Background: an optimization exercise with open tools, aiming at small area, a short achievable clock period and few clock cycles. Do not read the settings as production practice. Function was checked by simulation only, so behaviour that the tests miss may differ from the original.

**flow/flow/run.sh**
```bash
#!/bin/bash
set -euo pipefail
bash standard.sh SETUP_SLACK_MARGIN=14.4 "BUFFER_PORTS_ARGS=-buffer_cell sky130_fd_sc_hd__buf_2" finish > standard_make.log 2>&1
```
**flow/standard.sh**
```bash
#!/bin/bash
# synth_recipe.tcl (not shown) runs the flow's synth.tcl, then flattens the netlist and writes it again
# the make line also repeats each setting of config.mk as NAME=value (left out here)
make -C /OpenROAD-flow-scripts/flow DESIGN_CONFIG=/design/flow/config.mk WORK_HOME=/design/flow/orfs CLKGATE_MAP_FILE= SYNTH_SCRIPT=/design/flow/synth_recipe.tcl "${@:-finish}"
```
**flow/config.mk**
```make
export PLATFORM = sky130hd
export DESIGN_NAME = render_contrib
export DESIGN_NICKNAME = render_contrib
export VERILOG_FILES = /design/flow/design.v
export SDC_FILE = /design/flow/constraint.sdc
export NUM_CORES = 4
export LEC_CHECK = 0
export ABC_AREA = 1
export CAP_MARGIN = 20
export CORE_MARGIN = 2
export CORE_UTILIZATION = 58
export CTS_CLUSTER_DIAMETER = 120
export CTS_CLUSTER_SIZE = 20
export SLEW_MARGIN = 20
```
**flow/constraint.sdc**
```tcl
create_clock -name core_clock -period 20.0 [get_ports {clk}]
set_input_delay 4.0000 -clock core_clock [delete_from_list [all_inputs] [get_ports {clk}]]
set_output_delay 4.0000 -clock core_clock [all_outputs]
set_load 0.01 [all_outputs]
```
**flow/design.v**
```verilog
module rc_ramp #(
    parameter W   = 33,
    parameter SGN = 0
) (
    input  wire         clk,
    input  wire         cap,       
    input  wire         prep,      
    input  wire         dstep,     
    input  wire [5:0]   cnt,
    input  wire         fin,       
    input  wire         fin2,      
    input  wire         xfer,      
    input  wire         step,      
    input  wire [W-1:0] x0_in,
    input  wire [W-1:0] x1_in,
    input  wire [8:0]   R,
    input  wire [8:0]   n,
    output reg  [W-1:0] X
);
    reg [W-1:0] x0;      
    reg [W-1:0] sh;      
    reg [7:0]   ra;      
    reg [9:0]   rb;      
    reg         neg;
    reg [1:0]   dg;      
    reg [5:0]   dpos;
    wire [W:0] x0e  = SGN ? {x0[W-1], x0} : {1'b0, x0};
    wire [W:0] x1e  = SGN ? {sh[W-1], sh} : {1'b0, sh};
    wire [W:0] diff = x1e - x0e;
    wire [W:0] mag  = diff[W] ? (~diff + 1'b1) : diff;
    wire       b     = sh[W-1];
    wire [8:0] ra2   = {ra, b};
    wire       qa    = (ra2 >= R);
    wire [8:0] ra_n  = qa ? (ra2 - R) : ra2;
    wire [10:0] bn   = b ? {2'b00, n} : 11'd0;
    wire [10:0] rb2  = {1'b0, rb[8:0], 1'b0} + bn;
    wire [10:0] rb2a = {1'b0, rb[8:0], 1'b0} + bn - {2'b00, R};
    wire [10:0] rb2b = {1'b0, rb[8:0], 1'b0} + bn - {1'b0, R, 1'b0};
    wire        ge2  = ~rb2b[10];
    wire        ge1  = ~rb2a[10];
    wire [9:0]  rb_n = ge2 ? rb2b[9:0] : (ge1 ? rb2a[9:0] : rb2[9:0]);
    wire [1:0]  dig  = ge2 ? 2'd2 : {1'b0, ge1};
    wire       c0r   = ({rb[8:0], 1'b0} >= {1'b0, R});
    wire [9:0] rem0  = c0r ? ({rb[8:0], 1'b0} - {1'b0, R}) : ({rb[8:0], 1'b0} + {1'b0, R});
    wire [W:0]   oh   = {{W{1'b0}}, 1'b1} << (W - 1 - dpos);
    wire [W-1:0] term = (dg[0] ? oh[W-1:0] : {W{1'b0}}) | (dg[1] ? {oh[W-2:0], 1'b0} : {W{1'b0}});
    wire [W:0]   xaw  = {x0, 1'b1} + {(neg ? ~term : term), neg};
    wire [W-1:0] xacc = xaw[W:1];
    always @(posedge clk) begin
        if (cap) begin
            x0 <= x0_in;
            sh <= x1_in;
        end else if (prep) begin
            sh  <= mag[W-1:0];
            neg <= diff[W];
            ra  <= 8'd0;
            rb  <= 10'd0;
            dg  <= 2'd0;
        end else if (dstep) begin
            x0 <= xacc;
            if (cnt < W) begin
                sh   <= {sh[W-2:0], qa};
                ra   <= ra_n[7:0];
                rb   <= rb_n;
                dg   <= dig;
                dpos <= cnt;
            end else begin
                dg   <= 2'd0;
            end
        end else if (fin) begin
            x0   <= xacc;
            rb   <= rem0;
            dg   <= {1'b0, c0r};
            dpos <= W - 1;
        end else if (fin2) begin
            x0   <= xacc;
        end
    end
    reg [W-1:0] qd;
    reg [9:0]   rem, rd2, tr;
    reg         aneg, cy;
    wire [10:0] rem2 = {1'b0, rem} + {1'b0, rd2};
    wire [10:0] rem3 = cy ? (rem2 - {1'b0, tr}) : rem2;
    wire [10:0] rem4 = rem3 + {1'b0, rd2};
    wire [10:0] rbx  = {1'b0, rb} + {2'b00, ra, 1'b0};
    wire [W:0]  xs   = {X, 1'b1} + {(aneg ? ~qd : qd), aneg ^ cy};
    always @(posedge clk) begin
        if (xfer) begin
            X    <= x0;
            qd   <= sh;
            rem  <= rb;
            rd2  <= {1'b0, ra, 1'b0};
            tr   <= {R, 1'b0};
            aneg <= neg;
            cy   <= (rbx >= {1'b0, R, 1'b0});
        end else if (step) begin
            rem <= rem3[9:0];
            cy  <= (rem4 >= {1'b0, tr});
            X   <= xs[W:1];
        end
    end
endmodule
module rc_act #(
    parameter W = 24
) (
    input  wire         clk,
    input  wire         xfer,
    input  wire         step,
    input  wire [W-1:0] x0,
    input  wire [W-1:0] sh,
    input  wire [7:0]   ra,
    input  wire [9:0]   rb,
    input  wire         neg,
    input  wire [8:0]   R,
    output reg  [W-1:0] X
);
    reg [W-1:0] qd;
    reg [9:0]   rem, rd2, tr;
    reg         aneg, cy;
    wire [10:0] rem2 = {1'b0, rem} + {1'b0, rd2};
    wire [10:0] rem3 = cy ? (rem2 - {1'b0, tr}) : rem2;
    wire [10:0] rem4 = rem3 + {1'b0, rd2};
    wire [10:0] rbx  = {1'b0, rb} + {2'b00, ra, 1'b0};
    wire [W:0]  xs   = {X, 1'b1} + {(aneg ? ~qd : qd), aneg ^ cy};
    always @(posedge clk) begin
        if (xfer) begin
            X    <= x0;
            qd   <= sh;
            rem  <= rb;
            rd2  <= {1'b0, ra, 1'b0};
            tr   <= {R, 1'b0};
            aneg <= neg;
            cy   <= (rbx >= {1'b0, R, 1'b0});
        end else if (step) begin
            rem <= rem3[9:0];
            cy  <= (rem4 >= {1'b0, tr});
            X   <= xs[W:1];
        end
    end
endmodule
module rc_setup_ga (
    input  wire        clk,
    input  wire        rst,
    input  wire        cap,
    input  wire [15:0] a0_in,
    input  wire [15:0] a1_in,
    input  wire [23:0] g0_in,
    input  wire [23:0] g1_in,
    input  wire [8:0]  R,
    input  wire [8:0]  n,
    output reg  [15:0] xa0,
    output reg  [15:0] sha,
    output reg  [7:0]  raa,
    output reg  [9:0]  rba,
    output reg         nega,
    output reg  [23:0] xg0,
    output reg  [23:0] shg,
    output reg  [7:0]  rag,
    output reg  [9:0]  rbg,
    output reg         negg
);
    localparam G_IDLE = 3'd0, G_PREP = 3'd1, G_DIV = 3'd2, G_FIN = 3'd3, G_FIN2 = 3'd4;
    reg [2:0] gst;
    reg       sel;           
    reg [4:0] gcnt;
    reg [1:0] dg;
    reg [4:0] dpos;
    wire [4:0]  wm1  = sel ? 5'd23 : 5'd15;       
    wire [23:0] x0s  = sel ? xg0 : {8'd0, xa0};
    wire [24:0] x0e  = sel ? {xg0[23], xg0} : {9'd0, xa0};
    wire [24:0] x1e  = sel ? {shg[23], shg} : {9'd0, sha};
    wire [24:0] diff = x1e - x0e;
    wire [24:0] mag  = diff[24] ? (~diff + 1'b1) : diff;
    wire        negs = sel ? negg : nega;
    wire [7:0]  ra   = sel ? rag : raa;
    wire [9:0]  rb   = sel ? rbg : rba;
    wire        b    = sel ? shg[23] : sha[15];
    wire [8:0]  ra2  = {ra, b};
    wire        qa   = (ra2 >= R);
    wire [8:0]  ra_n = qa ? (ra2 - R) : ra2;
    wire [10:0] bn   = b ? {2'b00, n} : 11'd0;
    wire [10:0] rb2  = {1'b0, rb[8:0], 1'b0} + bn;
    wire [10:0] rb2a = {1'b0, rb[8:0], 1'b0} + bn - {2'b00, R};
    wire [10:0] rb2b = {1'b0, rb[8:0], 1'b0} + bn - {1'b0, R, 1'b0};
    wire        ge2  = ~rb2b[10];
    wire        ge1  = ~rb2a[10];
    wire [9:0]  rb_n = ge2 ? rb2b[9:0] : (ge1 ? rb2a[9:0] : rb2[9:0]);
    wire [1:0]  dig  = ge2 ? 2'd2 : {1'b0, ge1};
    wire        c0r  = ({rb[8:0], 1'b0} >= {1'b0, R});
    wire [9:0]  rem0 = c0r ? ({rb[8:0], 1'b0} - {1'b0, R}) : ({rb[8:0], 1'b0} + {1'b0, R});
    wire [24:0] oh   = 25'd1 << (wm1 - dpos);
    wire [23:0] term = (dg[0] ? oh[23:0] : 24'd0) | (dg[1] ? {oh[22:0], 1'b0} : 24'd0);
    wire [24:0] xaw  = {x0s, 1'b1} + {(negs ? ~term : term), negs};
    wire [23:0] xacc = xaw[24:1];
    wire prep = (gst == G_PREP);
    wire dv   = (gst == G_DIV);
    wire acc  = dv || (gst == G_FIN) || (gst == G_FIN2);
    always @(posedge clk) begin
        if (rst)
            gst <= G_IDLE;
        else if (cap) begin
            gst <= G_PREP;
            sel <= 1'b0;
        end else case (gst)
            G_PREP: begin
                gst  <= G_DIV;
                gcnt <= 5'd0;
            end
            G_DIV: begin
                gcnt <= gcnt + 5'd1;
                if (gcnt == wm1)
                    gst <= G_FIN;
            end
            G_FIN: gst <= G_FIN2;
            G_FIN2: begin
                if (sel)
                    gst <= G_IDLE;
                else begin
                    sel <= 1'b1;
                    gst <= G_PREP;
                end
            end
            default: ;
        endcase
        if (prep)
            dg <= 2'd0;
        else if (dv) begin
            dg   <= dig;
            dpos <= gcnt;
        end else if (gst == G_FIN) begin
            dg   <= {1'b0, c0r};
            dpos <= wm1;
        end
        if (cap) begin
            xa0 <= a0_in;
            sha <= a1_in;
            xg0 <= g0_in;
            shg <= g1_in;
        end else begin
            if (prep && !sel) begin
                sha  <= mag[15:0];
                nega <= diff[24];
                raa  <= 8'd0;
                rba  <= 10'd0;
            end
            if (prep && sel) begin
                shg  <= mag[23:0];
                negg <= diff[24];
                rag  <= 8'd0;
                rbg  <= 10'd0;
            end
            if (dv && !sel) begin
                sha <= {sha[14:0], qa};
                raa <= ra_n[7:0];
                rba <= rb_n;
            end
            if (dv && sel) begin
                shg <= {shg[22:0], qa};
                rag <= ra_n[7:0];
                rbg <= rb_n;
            end
            if (gst == G_FIN && !sel)
                rba <= rem0;
            if (gst == G_FIN && sel)
                rbg <= rem0;
            if (acc && !sel)
                xa0 <= xacc[15:0];
            if (acc && sel)
                xg0 <= xacc;
        end
    end
endmodule
module render_contrib (
    input  wire        clk,
    input  wire        rst,
    input  wire        in_valid,
    output reg         in_ready,
    input  wire [23:0] g_start,     
    input  wire [23:0] g_target,    
    input  wire [32:0] d_start,     
    input  wire [32:0] d_target,    
    input  wire [15:0] a_start,     
    input  wire [15:0] a_target,    
    input  wire [27:0] y_in,        
    input  wire [8:0]  ramp_len,    
    input  wire [7:0]  j_first,     
    output wire        rd_en,
    output reg  [17:0] rd_age,
    input  wire [23:0] rd_data,
    output reg         out_valid,
    output reg  [42:0] out_p,       
    output wire [27:0] out_y        
);
    assign rd_en = 1'b1;
    reg  [3:0] phr;
    wire ph0 = phr[0];
    wire ph1 = phr[1];
    wire ph2 = phr[2];
    wire ph3 = phr[3];
    localparam S_IDLE = 3'd0, S_PREP = 3'd1, S_DIV = 3'd2, S_FIN = 3'd3, S_FIN2 = 3'd5, S_RDY = 3'd4;
    reg [2:0]  st;
    reg [5:0]  cnt;
    reg [8:0]  s_r;
    reg [8:0]  s_n;
    reg [7:0]  s_steps;
    reg [27:0] yin;
    reg        dx;           
    wire cap  = (st == S_IDLE) && in_valid;
    wire prep = (st == S_PREP);
    wire dstp = (st == S_DIV);
    wire fin  = (st == S_FIN);
    wire fin2 = (st == S_FIN2);
    wire rdy  = (st == S_RDY);
    wire [8:0] jp1 = {1'b0, j_first} + 9'd1;
    reg  [4:0] fcnt;         
    reg  [7:0] d_steps;      
    wire xfer_d = ph3 && fcnt[4] && rdy && !dx;
    wire emit   = ph0 && !fcnt[4];
    wire dostep = (d_steps != 8'd0);
    reg [5:0] sv, sf, ss;
    wire xfer_a = ph2 && sv[3] && sf[3];
    wire step_a = ph0 && sv[3] && ss[3];
    wire xfer_g = ph0 && sv[4] && sf[4];
    wire step_g = ph2 && sv[5] && ss[5];
    always @(posedge clk) begin
        if (rst) begin
            phr       <= 4'b0001;
            st        <= S_IDLE;
            dx        <= 1'b0;
            fcnt      <= 5'd16;
            sv        <= 6'd0;
            in_ready  <= 1'b0;
            out_valid <= 1'b0;
        end else begin
            phr <= {phr[2:0], phr[3]};
            case (st)
                S_IDLE: if (in_valid) begin
                    s_r  <= ramp_len;
                    yin     <= y_in;
                    s_n     <= (jp1 < ramp_len) ? jp1 : ramp_len;
                    s_steps <= (jp1 < ramp_len) ? (ramp_len[7:0] - jp1[7:0]) : 8'd0;
                    st   <= S_PREP;
                end
                S_PREP: begin
                    cnt     <= 6'd0;
                    st      <= S_DIV;
                end
                S_DIV: begin
                    cnt <= cnt + 6'd1;
                    if (cnt == 6'd32)
                        st <= S_FIN;
                end
                S_FIN: st <= S_FIN2;
                S_FIN2: st <= S_RDY;
                default: if (in_ready) begin
                    st <= S_IDLE;
                    dx <= 1'b0;
                end
            endcase
            if (xfer_d) begin
                dx      <= 1'b1;
                fcnt    <= 5'd0;
                d_steps <= s_steps;
            end
            if (emit) begin
                fcnt <= fcnt + 5'd1;
                if (dostep)
                    d_steps <= d_steps - 8'd1;
            end
            if (ph0) begin
                sv <= {sv[4:0], emit};
                sf <= {sf[4:0], fcnt == 5'd0};
                ss <= {ss[4:0], dostep};
            end
            in_ready  <= xfer_g;
            out_valid <= ph0 && sv[5];
        end
    end
    wire [32:0] xd;
    wire [23:0] xg;
    wire [15:0] xa;
    rc_ramp #(.W(33), .SGN(0)) u_rd (
        .clk(clk), .cap(cap), .prep(prep), .dstep(dstp), .cnt(cnt), .fin(fin), .fin2(fin2),
        .xfer(xfer_d), .step(emit && dostep),
        .x0_in(d_start), .x1_in(d_target), .R(s_r), .n(s_n), .X(xd));
    wire [15:0] ga_x0, ga_sh;
    wire [7:0]  ga_ra;
    wire [9:0]  ga_rb;
    wire        ga_neg;
    wire [23:0] gg_x0, gg_sh;
    wire [7:0]  gg_ra;
    wire [9:0]  gg_rb;
    wire        gg_neg;
    rc_setup_ga u_sga (
        .clk(clk), .rst(rst), .cap(cap),
        .a0_in(a_start), .a1_in(a_target), .g0_in(g_start), .g1_in(g_target),
        .R(s_r), .n(s_n),
        .xa0(ga_x0), .sha(ga_sh), .raa(ga_ra), .rba(ga_rb), .nega(ga_neg),
        .xg0(gg_x0), .shg(gg_sh), .rag(gg_ra), .rbg(gg_rb), .negg(gg_neg));
    rc_act #(.W(24)) u_rg (
        .clk(clk), .xfer(xfer_g), .step(step_g),
        .x0(gg_x0), .sh(gg_sh), .ra(gg_ra), .rb(gg_rb), .neg(gg_neg), .R(s_r), .X(xg));
    rc_act #(.W(16)) u_ra (
        .clk(clk), .xfer(xfer_a), .step(step_a),
        .x0(ga_x0), .sh(ga_sh), .ra(ga_ra), .rb(ga_rb), .neg(ga_neg), .R(s_r), .X(xa));
    wire [16:0] dint = xd[32:16];
    wire        dnz  = |dint;
    wire [16:0] e_w  = dint - {16'd0, dnz};
    wire [17:0] base = {1'b0, e_w} + {14'd0, 4'd15 - fcnt[3:0]};
    wire [16:0] m_w  = {dnz, xd[15:0]};
    reg [16:0] m1, m1b;
    reg [17:0] base1, base1b;
    reg [33:0] m2, m2b;
    always @(posedge clk) begin
        if (ph0) begin
            m1     <= m_w;
            base1  <= base;
            m1b    <= m1;
            base1b <= base1;
            m2b    <= m2;
        end
    end
    reg  [17:0] cb;
    reg  [35:0] dd;
    reg  [25:0] cpa, cpb;
    reg  [34:0] cp1;
    wire [34:0] cpsum = {9'd0, cpa} + {cpb, 9'd0};
    wire [35:0] dd_w  = {10'd0, cpa} + {1'b0, cpb, 9'd0} - {1'b0, m1, 18'd0} - {2'b00, m1, 17'd0}
                        + 36'd47244640256;
    always @(posedge clk) begin
        cpa <= m1 * cb[8:0];
        cpb <= m1 * cb[17:9];
        cp1 <= cpsum;
        dd <= dd_w;
        if (ph2)
            m2 <= cpsum[33:0];
        cb <= ph0 ? {1'b0, m_w} : (ph2 ? dd_w[17:0] : dd[35:18]);
    end
    reg  [52:0] U;
    reg  [19:0] zz;
    wire [19:0] m1bz = {3'b000, m1b};
    wire [52:0] ua = ph1 ? {18'd0, cp1}          : U;
    wire [52:0] ub = ph1 ? {9'd0, cpa, 18'd0}    : {3'd0, m2b, 16'd0};
    wire [52:0] uc = ph1 ? {cpb, 27'd0}          : {{1{zz[19]}}, zz, 32'd0};
    wire [52:0] ud = ph1 ? (53'd0 - (53'd6 << 48)) : 53'd0;
    always @(posedge clk) begin
        U <= ua + ub + uc + ud;
        if (ph1)
            zz <= 20'd393216 - (m1bz + {m1bz[17:0], 2'b00});
        else if (ph2)
            zz <= 20'd0 - (m1bz + {m1bz[18:0], 1'b0});
        else
            zz <= 20'd0 - m1bz;
    end
    wire        r_d3  = ph2 | ph1;    
    wire        rneg  = ph2 | ph0;    
    wire        cneg  = rneg ? (~U[52] & (|U)) : U[52];
    wire [52:0] rcon  = (r_d3 ? ((53'd3 << 50) + (53'd3 << 26)) : ((53'd1 << 50) + (53'd1 << 26)))
                        + {52'd0, rneg} - {52'd0, cneg};
    wire [52:0] t_raw = (rneg ? ~U : U) + rcon;
    reg  [25:0] tr;
    always @(posedge clk) tr <= t_raw[52:27];
    wire        a_d3  = ph3 | ph2;
    wire [12:0] thi   = tr[25:13];
    reg  [12:0] qhi, lo13;
    reg  [1:0]  rhi;
    always @(posedge clk) begin
        qhi  <= a_d3 ? thi / 13'd3 : thi;
        rhi  <= a_d3 ? thi % 13'd3 : 13'd0;
        lo13 <= tr[12:0];
    end
    wire        b_d3 = ph0 | ph3;
    wire [14:0] lo15 = {rhi, lo13};
    wire [14:0] qlo  = b_d3 ? lo15 / 15'd3 : lo15;
    wire [25:0] qq   = {qhi, qlo[12:0]};
    reg  signed [23:0] h;
    always @(posedge clk) h <= qq[23:0] ^ 24'h800000;
    reg [23:0] xr;
    always @(posedge clk) begin
        rd_age <= ph2 ? base1b : rd_age + 18'd1;
        xr     <= rd_data;
    end
    reg  signed [31:0] q0, q1, q2;
    always @(posedge clk) begin
        q0 <= h * $signed({1'b0, xr[7:0]});
        q1 <= h * $signed({1'b0, xr[15:8]});
        q2 <= h * $signed(xr[23:16]);
    end
    reg  [49:0] acc;
    wire [49:0] acc0 = ph2 ? 50'd131072 : acc;    
    wire [49:0] q0e  = {{18{q0[31]}}, q0};
    wire [49:0] q1e  = {{10{q1[31]}}, q1, 8'd0};
    wire [49:0] q2e  = {{2{q2[31]}}, q2, 16'd0};
    always @(posedge clk)
        acc <= acc0 + q0e + q1e + q2e;
    function [27:0] sat28;
        input signed [31:0] x;
        begin
            if (x > 32'sd134217727)
                sat28 = 28'h7ffffff;
            else if (x < -32'sd134217728)
                sat28 = 28'h8000000;
            else
                sat28 = x[27:0];
        end
    endfunction
    reg  [27:0] v;
    reg  [27:0] y, yg;
    reg  [28:0] diff;
    wire [28:0] yprev  = sf[3] ? {yin[27], yin} : {y[27], y};
    wire [28:0] diff_w = yprev - {v[27], v};
    always @(posedge clk) begin
        if (ph2)
            v <= sat28(acc[49:18]);
        diff <= diff_w;
    end
    reg  [24:0] am;
    reg  [15:0] bm;
    always @(posedge clk) begin
        am <= (ph3 | ph0) ? {9'd0, xa} : {xg[23], xg};
        case (1'b1)
            ph3:     bm <= {1'b0, diff_w[14:0]};
            ph0:     bm <= {{2{diff[28]}}, diff[28:15]};
            ph1:     bm <= {1'b0, y[14:0]};
            default: bm <= {{3{y[27]}}, y[27:15]};
        endcase
    end
    reg  signed [32:0] pma, pmb, pla, plb;
    always @(posedge clk) begin
        pma <= $signed(am) * $signed({1'b0, bm[7:0]});
        pmb <= $signed(am) * $signed(bm[15:8]);
        pla <= pma;
        plb <= pmb;
    end
    wire signed [27:0] vz = ph2 ? $signed(v) : 28'sd0;
    wire signed [54:0] cs = $signed(pla) + ($signed(plb) <<< 8) + ($signed(pma) <<< 15)
                            + ($signed(pmb) <<< 23) + ($signed(vz) <<< 16)
                            + (ph2 ? 55'sd32768 : 55'sd256);
    always @(posedge clk) begin
        if (ph2) begin
            y  <= sat28(cs[47:16]);
            yg <= y;
        end
        out_p <= cs[51:9];
    end
    assign out_y = yg;
endmodule
```
==> flow_summary.ini <==
[synth]
syn_area_per_cell_um2 = 8.43
async_reset_ff_share_pct = 0
netlist.top_cell.by_area = fa_1
synth_seq_cells = 1461
synth_top_area_share_pct = 18.5
synth_edf_count = 772
synthCells = 15600
netlist_area_mm2 = 0.131
synth_warnings = 5
yosys-top-cells-count = nand2_1 (3,255), inv_1 (3,209), ha_1 (1,295)
yosysSeqAreaShare_pct = 28.1
synth-main-ff-cell = edfxtp_1
synth.distinct_cells = 81
synth_area_leaders = fa_1 (19%), edfxtp_1 (18%), ha_1 (12%), dfxtp_1 (11%), nand2_1 (9.3%)
syn-num-nets = 18300
yosysMostFrequentCell = nand2_1

[floorplanning]
io_pins = 310
start_util_pct = 58.4
rows = 174
fp.dieH_um = 480
coreArea_mm2 = 0.225
die_w_um = 480
dieArea_mm2 = 0.230

[routing]
vias = 105000
vias_per_cell = 5.52
route.detailed.drc = 0
wl_per_cell_um = 20.6
dr.pass1.iters = 9
wirelength_um = 392000
antenna_left = 0
detail_route.iter0.violations = 8043

[sta]
setup_viol_count_final = 0
tightestPinTransition_ns = 1.05
hold_viol_final = 0
period_needed_ns = 5.73
period_share_pct = 28.6
rsz0062_at_grt = true
max_slew_margin_pct = 29.7
tns_ns = 0
clock.fmax_mhz = 175
slew_viol_final = 0
skew_ns = 0.0431

[placed_design]
io_buffers = 308
globalplace.congestion = 0.944
placed_area_mm2 = 0.136
placed_cells = 18600
dp_hpwl_um = 301000

[final_layout]
drive_gt1_share_pct = 10.0
syn2layout_area_growth_pct = 10.3
nets = 18700
nFillCells = 18900
stdcell_area_mm2 = 0.145
final_cells = 19100
fin_util_pct = 64.4

[outcome]
outcome = complete, no violations

[cts]
tritoncts = done
ctsHoldBuffers = 0
worstSkewPairLatency_ns = 0.80
cts_made_buffers = 86
htree_levels = 3
clk_pin_slew_ns = 0.10
clock-sinks = 1461
cts_root_buf = clkbuf_16
cts.path.max_buffers = 3

[setup_path]
critPathMaxFanout = 6
r2r_end = q2[30]
setup.worst_path.end = q2[30]
crit_start = xr[23]
r2r-start = xr[23]
slowest_delay_ns = 0.54
critical_path_class = flop to flop
r2r_setup_slack_ns = 14.27
rr_worst_depth = 28
critPathArrivalTime_ns = 6.43
startpoint_type = flop
worstPathRequired_ns = 20.70
slowest_stage = fa_1
endpoint_kind = flop

[global_route]
grtUsageTotal_pct = 33.3
antenna_found_initial = 35
grt_pass1_vias = 106000
grt_pass1_wl_um = 594000
grt_max_degree = 118
overflow = 0

[job]
drv_cap = 0

[min_path]
hold-path-cell-count = 0
hold_start = qhi[1]
min_path_type = flop to flop
cells by family after synthesis:
group	synth area share [%]
buf+inv	10.6
xor+xnor	5.97
simple gates	14.4
compound gates	10.0
fa+ha+maj	30.9
other cells	0.00285
flops	28.1
mux	0.0695
sequential cells by signal, indices dropped and copies added, names as in the netlist, 33 cells and up, named ones only:
| name | count |
|---|---|
| m2b | 34 |
| u_rd.qd | 33 |
| u_rd.sh | 33 |
| u_rd.x0 | 33 |
| cp1 | 35 |
| U | 37 |
| acc | 50 |
| u_rd.X | 33 |
| out_p | 43 |
| pma | 33 |
| m2 | 34 |
cell type report:
class	count	area [um2]	share of cell area, %
timing repair inverter	2	12.5	0.00863
antenna	30	75.1	0.0518
tap	2992	3740	2.58
sequential	1461	37200	25.7
clock buffer	131	2360	1.63
inverter	3235	12200	8.43
multi-input combinational	10500	83100	57.3
timing repair buffer	756	5960	4.12
clock inverter	15	251	0.174
layout by cell type (no fill, tap or decap), types with 22 or more instances in the layout:
cell type / Yosys / routed
nor2_1: 789 / 774
inv_1: 3209 / 3167
o22ai_1: 82 / 81
nor3_1: 86 / 86
nand2_2: 28 / 102
fa_2: 0 / 25
a21oi_1: 924 / 841
buf_2: 12 / 307
nand3_1: 289 / 270
o211ai_1: 60 / 60
nand2_1: 3255 / 3167
buf_4: 1 / 341
buf_6: 5 / 39
nand4_1: 77 / 77
edfxtp_1: 772 / 772
o31ai_1: 54 / 48
ha_4: 0 / 60
xor2_1: 656 / 641
clkbuf_16: 0 / 99
dfxtp_1: 689 / 616
a22oi_1: 22 / 22
clkbuf_1: 392 / 43
ha_1: 1295 / 1229
a21o_1: 30 / 29
or2_2: 99 / 94
a31oi_1: 58 / 52
fa_1: 1216 / 1191
buf_12: 0 / 32
dfxtp_4: 0 / 60
a21oi_2: 11 / 76
diode_2: 0 / 30
o21ai_0: 788 / 737
nand3_2: 10 / 29
inv_2: 16 / 49
xnor2_1: 232 / 231
a211oi_1: 43 / 37
o21bai_1: 95 / 84
o21ai_1: 48 / 61
o21ai_2: 25 / 56
how the worst min path moves through the flow:
stage	to	slack [ns]
finish	h[14]	0.32
global route	h[15]	0.33
CTS	h[14]	0.32
detailed placement	h[15]	0.31
global placement	h[14]	0.31
floorplan	h[13]	0.31
through the flow:
| step | worst slack, ns | hold WS (ns) |
|---|---|---|
| final | 14.27 | 0.324 |
| after floorplan | 14.06 | 0.310 |
| after global placement | 13.04 | 0.311 |
| after CTS | 14.16 | 0.324 |
| after detailed placement | 13.30 | 0.313 |
| after global routing | 14.00 | 0.335 |
critical path, delay by kind of cell (launching register included):
| kind | cells | cell delay (ns) |
|---|---|---|
| adders and majority gates | 5 | 2.24 |
| AOI/OAI and AO/OA | 15 | 2.02 |
| xor gates and xnor gates | 1 | 0.18 |
| buffers and inverters | 3 | 0.28 |
| DFF | 1 | 0.37 |
| and+or+nand+nor | 4 | 0.54 |
what timing repair did:
| item | CTS | global route |
|---|---|---|
| pin swaps | 108 | 348 |
| hold endpoints to repair | 0 | 0 |
| endpoints found under the setup margin | 267 | 194 |
| setup buffers | 151 | 164 |
| resized for setup | 324 | 466 |
| gates cloned | 10 | 16 |
routing by layer:
layer	part of all wire [%]	GRT usage [%]
met1	41	43.1
met2	48	56.2
met3	7.0	4.38
met4	4.6	13.8
met5	0.011	0.373
Testbench counts, summed over its fixed seeds: cycles 25,064.

[afterwards: timing with drivers on the ports]
How much do the figures lean on ideal ports? The routed layout below was timed once more, with nothing changed but the port constraints.
Step 1 (the two cells are an assumption about what drives the block):
set clk [get_ports {clk}]
set_driving_cell -lib_cell sky130_fd_sc_hd__clkbuf_16 $clk
set_driving_cell -lib_cell sky130_fd_sc_hd__buf_2 [delete_from_list [all_inputs] $clk]
Step 2, shift: input delay + t, output delay - t, t = (earliest + latest rising clock arrival at the registers) / 2. This alone moves slack from input paths to output paths.
Slacks: ideal ports / drivers / drivers and shift; pairs: ideal ports / drivers.
t, ns: 0.891
slack for setup (ns): 14.271 / 14.271 / 13.630
latest minus earliest clock arrival (ns): 0.046 / 0.046
After both steps setup and hold are still met in this run. The setup slack of this run moves by 0.000 ns with the drivers and by -0.641 ns with both steps.
